Source: an optimization exercise on an open RTL-to-GDS flow (aim: small area, a short achievable clock period and few clock cycles per item). Production flows keep margins and buffers that such runs may drop.
In this exercise RTL edits were held to simulation tests only and were not proved equivalent to the original.

==> run a <==
Design loop_core, start of the top module:
module loop_core (
    input  wire        clk,
    input  wire        rst,
    input  wire        cfg_we,
    input  wire [5:0]  cfg_addr,
    input  wire [31:0] cfg_wdata,
    input  wire        start,
    input  wire [31:0] sp,
    input  wire [31:0] pv,
    input  wire [31:0] target,
    input  wire [31:0] out_lo,
    input  wire [31:0] out_hi,
    input  wire [3:0]  nsec,
    input  wire        integrate,
    input  wire        reset_states,
    output wire        ready,
    output reg         done,
    output reg  [31:0] out,
    output reg  [31:0] err,
    output reg  [7:0]  flags,
    input  wire [4:0]  rd_addr,
    output reg  [47:0] rd_data
);
clock: 25.0 ns
lec_check: 0
abc_area: 1
cap_margin: 20
core_margin: 2
core_utilization: 50
place_density: 0.6
slew_margin: 20
standard.sh (not shown) runs the stock make flow with config.mk's settings and CLKGATE_MAP_FILE= SYNTH_SCRIPT=/design/flow/synth_recipe.tcl, a recipe that flattens the netlist after the stock synthesis.
==> flow/flow/run.sh <==
#!/bin/bash
# The standard layout, with the resizer asked to aim for a shorter clock
# period than the design's (the constraints and the clock stay as they are)
# and the ports buffered with plain buffers.  Each tool's output goes to a
# log file of its own.
set -euo pipefail
bash standard.sh synth > synth.log 2>&1
bash standard.sh SETUP_SLACK_MARGIN=15 "BUFFER_PORTS_ARGS=-buffer_cell sky130_fd_sc_hd__buf_2" finish > layout.log 2>&1
==> run b: changes against run a <==
--- a/flow/design.v
+++ b/flow/design.v
@@ -53,18 +53,17 @@
     reg        [3:0]  nsec_prev;
     reg               busy;
     reg               first;       
     reg               fin;         
     reg               upd;         
     reg        [2:0]  sec;         
     reg        [3:0]  n_r;
     reg               int_r;
-    reg signed [31:0] lo_r, hi_r;
-    reg        [31:0] o_pre;       
+    reg signed [31:0] lo_r, hi_r;  
     reg               tl_r, th_r, eq_r;  
     reg        [30:0] x_r;         
     reg        [30:0] xd_r;        
     reg signed [34:0] i_r;         
     reg               f_err, f_sec, lim_mm;
     reg        [30:0] c0_r, c1_r, c2_r, c3_r, c4_r;
     reg        [35:0] s1_r;
     reg        [34:0] s2_r;
@@ -89,28 +88,26 @@
     wire [34:0] s2_new;
     lc_s1n n1 (.as(h1s), .ac(h1c), .al(h1l), .bs(h3s), .bc(h3c), .bl(h3l), .y(s1_new));
     lc_s2n n2 (.as(h2s), .ac(h2c), .al(h2l), .bs(h4s), .bc(h4c), .bl(h4l), .y(s2_new));
     wire signed [30:0] yc = x_r;
     wire [31:0] s_auto;
     wire        a_lo, a_hi;
     lc_outs os (.g(integ), .i(i_r), .y(yc), .lo(lo_r), .hi(hi_r), .s(s_auto), .lt(a_lo), .gt(a_hi));
     wire [31:0] o_auto = a_lo ? lo_r : a_hi ? hi_r : s_auto;
-    wire [31:0] o_sel = int_r ? o_auto : o_pre;
+    wire [31:0] o_sel = int_r ? o_auto : lo_r;
     wire        c_lo = int_r ? a_lo : tl_r;
     wire        c_hi = int_r ? a_hi : th_r;
     wire [31:0] integ_new;
     lc_sub32 si (.a(o_sel), .b(yc), .y(integ_new));
-    wire        mm, t_lo, t_hi_h, t_hi_l;
+    wire        mm, t_lo, t_hi;
     lc_lt32 c1 (.a(out_hi), .b(out_lo), .lt(mm));
-    lc_lt32 c2 (.a(target), .b(out_lo), .lt(t_lo));
-    lc_lt32 c3 (.a(out_hi), .b(target), .lt(t_hi_h));
-    lc_lt32 c4 (.a(out_lo), .b(target), .lt(t_hi_l));
-    wire        t_hi = mm ? t_hi_l : t_hi_h;
     wire [31:0] hi_in = mm ? out_lo : out_hi;
+    lc_lt32 c2 (.a(target), .b(out_lo), .lt(t_lo));
+    lc_lt32 c3 (.a(hi_in), .b(target), .lt(t_hi));
     wire last = (sec == n_r[2:0] - 3'd1);
     always @(posedge clk) begin
         if (rst) begin
             busy      <= 1'b0;
             done      <= 1'b0;
             nsec_prev <= 4'd0;
             integ     <= 32'sd0;
         end else begin
@@ -131,45 +128,42 @@
                 if (!fin) begin
                     if (n_r != 4'd0) begin
                         f_sec <= f_sec | ya_hi | ya_lo;
                         upd   <= 1'b1;
                     end
                     sec   <= sec + 3'd1;
                     fin   <= last || (n_r == 4'd0);
                 end else begin
-                    out   <= o_sel;
                     integ <= integ_new;
-                    flags <= {lim_mm, c_hi | (c_lo & eq_r), c_lo | (c_hi & eq_r),
-                              int_r & (a_lo | a_hi), 2'b00, f_sec, f_err};
                     nsec_prev <= n_r;
                     done  <= 1'b1;
                     busy  <= 1'b0;
                 end
             end
         end
+        out   <= o_sel;
+        flags <= {lim_mm, c_hi | (c_lo & eq_r), c_lo | (c_hi & eq_r),
+                  int_r & (a_lo | a_hi), 2'b00, f_sec, f_err};
+        xd_r  <= busy ? x_r : e_sat;
         if (rst || (busy ? fin : !start))
             x_r    <= beta_d;
         else if (!busy || n_r != 4'd0)
             x_r    <= y_sat;
         if (!busy) begin
             sec    <= 3'd0;
-            xd_r   <= e_sat;
-            o_pre  <= t_lo ? out_lo : t_hi ? hi_in : target;
             tl_r   <= t_lo;
             th_r   <= t_hi;
             eq_r   <= mm || (out_lo == out_hi);
             n_r    <= nsec;
             int_r  <= integrate;
-            lo_r   <= out_lo;
+            lo_r   <= (integrate || t_lo) ? out_lo : t_hi ? hi_in : target;
             hi_r   <= hi_in;
             lim_mm <= mm;
             f_sec  <= 1'b0;
-        end else if (!fin && n_r != 4'd0) begin
-            xd_r   <= x_r;
         end
     end
     wire wr = !busy && cfg_we && !start;
     wire [30:0] beta_d = rst ? 31'h08000000 : (wr && cfg_addr == 6'd0) ? cfg_wdata[30:0] : beta;
     always @(posedge clk)
         beta <= beta_d;
     always @(posedge clk)
         if (rst || (wr && cfg_addr == 6'd1)) ki <= rst ? 31'h00000000 : cfg_wdata[30:0];
==> flow/flow/run.sh (replaced) <==
#!/bin/bash
# The standard layout, with the resizer asked to aim for a shorter clock
# period than the design's (the constraints and the clock stay as they are)
# and the ports buffered with plain buffers.  Each tool's output goes to a
# log file of its own.
set -euo pipefail
bash standard.sh synth > synth.log 2>&1
bash standard.sh SETUP_SLACK_MARGIN=13.5 "BUFFER_PORTS_ARGS=-buffer_cell sky130_fd_sc_hd__buf_2" finish > layout.log 2>&1
Settings changed: CAP_MARGIN 20 to 30, CORE_UTILIZATION 50 to 65, PLACE_DENSITY 0.6 to 0.75, SLEW_MARGIN 20 to 30.
==> comparison <==
Run b went through all stages and came out clean. Run a completed, yet does not pass: max-capacitance violations, max-slew violations. Worst hold slack: run a is better than run b (0.087 ns). Register-to-register slack: run a is higher than run b (1.4 ns). Of run a and run b, run b has the higher setup slack (gap 0.27 ns). In run b the final area is lower than in run a, by about 7%.
Testbench counts of run a, summed over its fixed seeds: cycles 17,720, items 2,304.
Testbench counts of run b, summed over its fixed seeds: cycles 17,720, items 2,304.

[what the ideal ports hide]
In the flow no input, the clock included, has a driving cell. The finished layouts below were timed again as built, in two steps.
Step 1 assumes that a clkbuf_16 drives the clock port and a buf_2 every other input.
Step 2 moves the port delays by t, midway between the first and last clock arrival at a register: inputs arrive t later, outputs are due t later. That takes back most of the time a late clock gives input paths.
Slacks: ideal ports / drivers / drivers and shift; pairs: ideal ports / drivers.
run	t, ns	setup WS [ns]	slew at the worst register clock pin (ns)
run a	1.043	12.301 / 12.241 / 12.241	0.08 / 0.08
run b	1.012	12.574 / 12.408 / 12.408	0.08 / 0.08
For run b, which loses most, drivers alone change the setup slack by -0.166 ns; drivers and shift together by -0.166 ns.
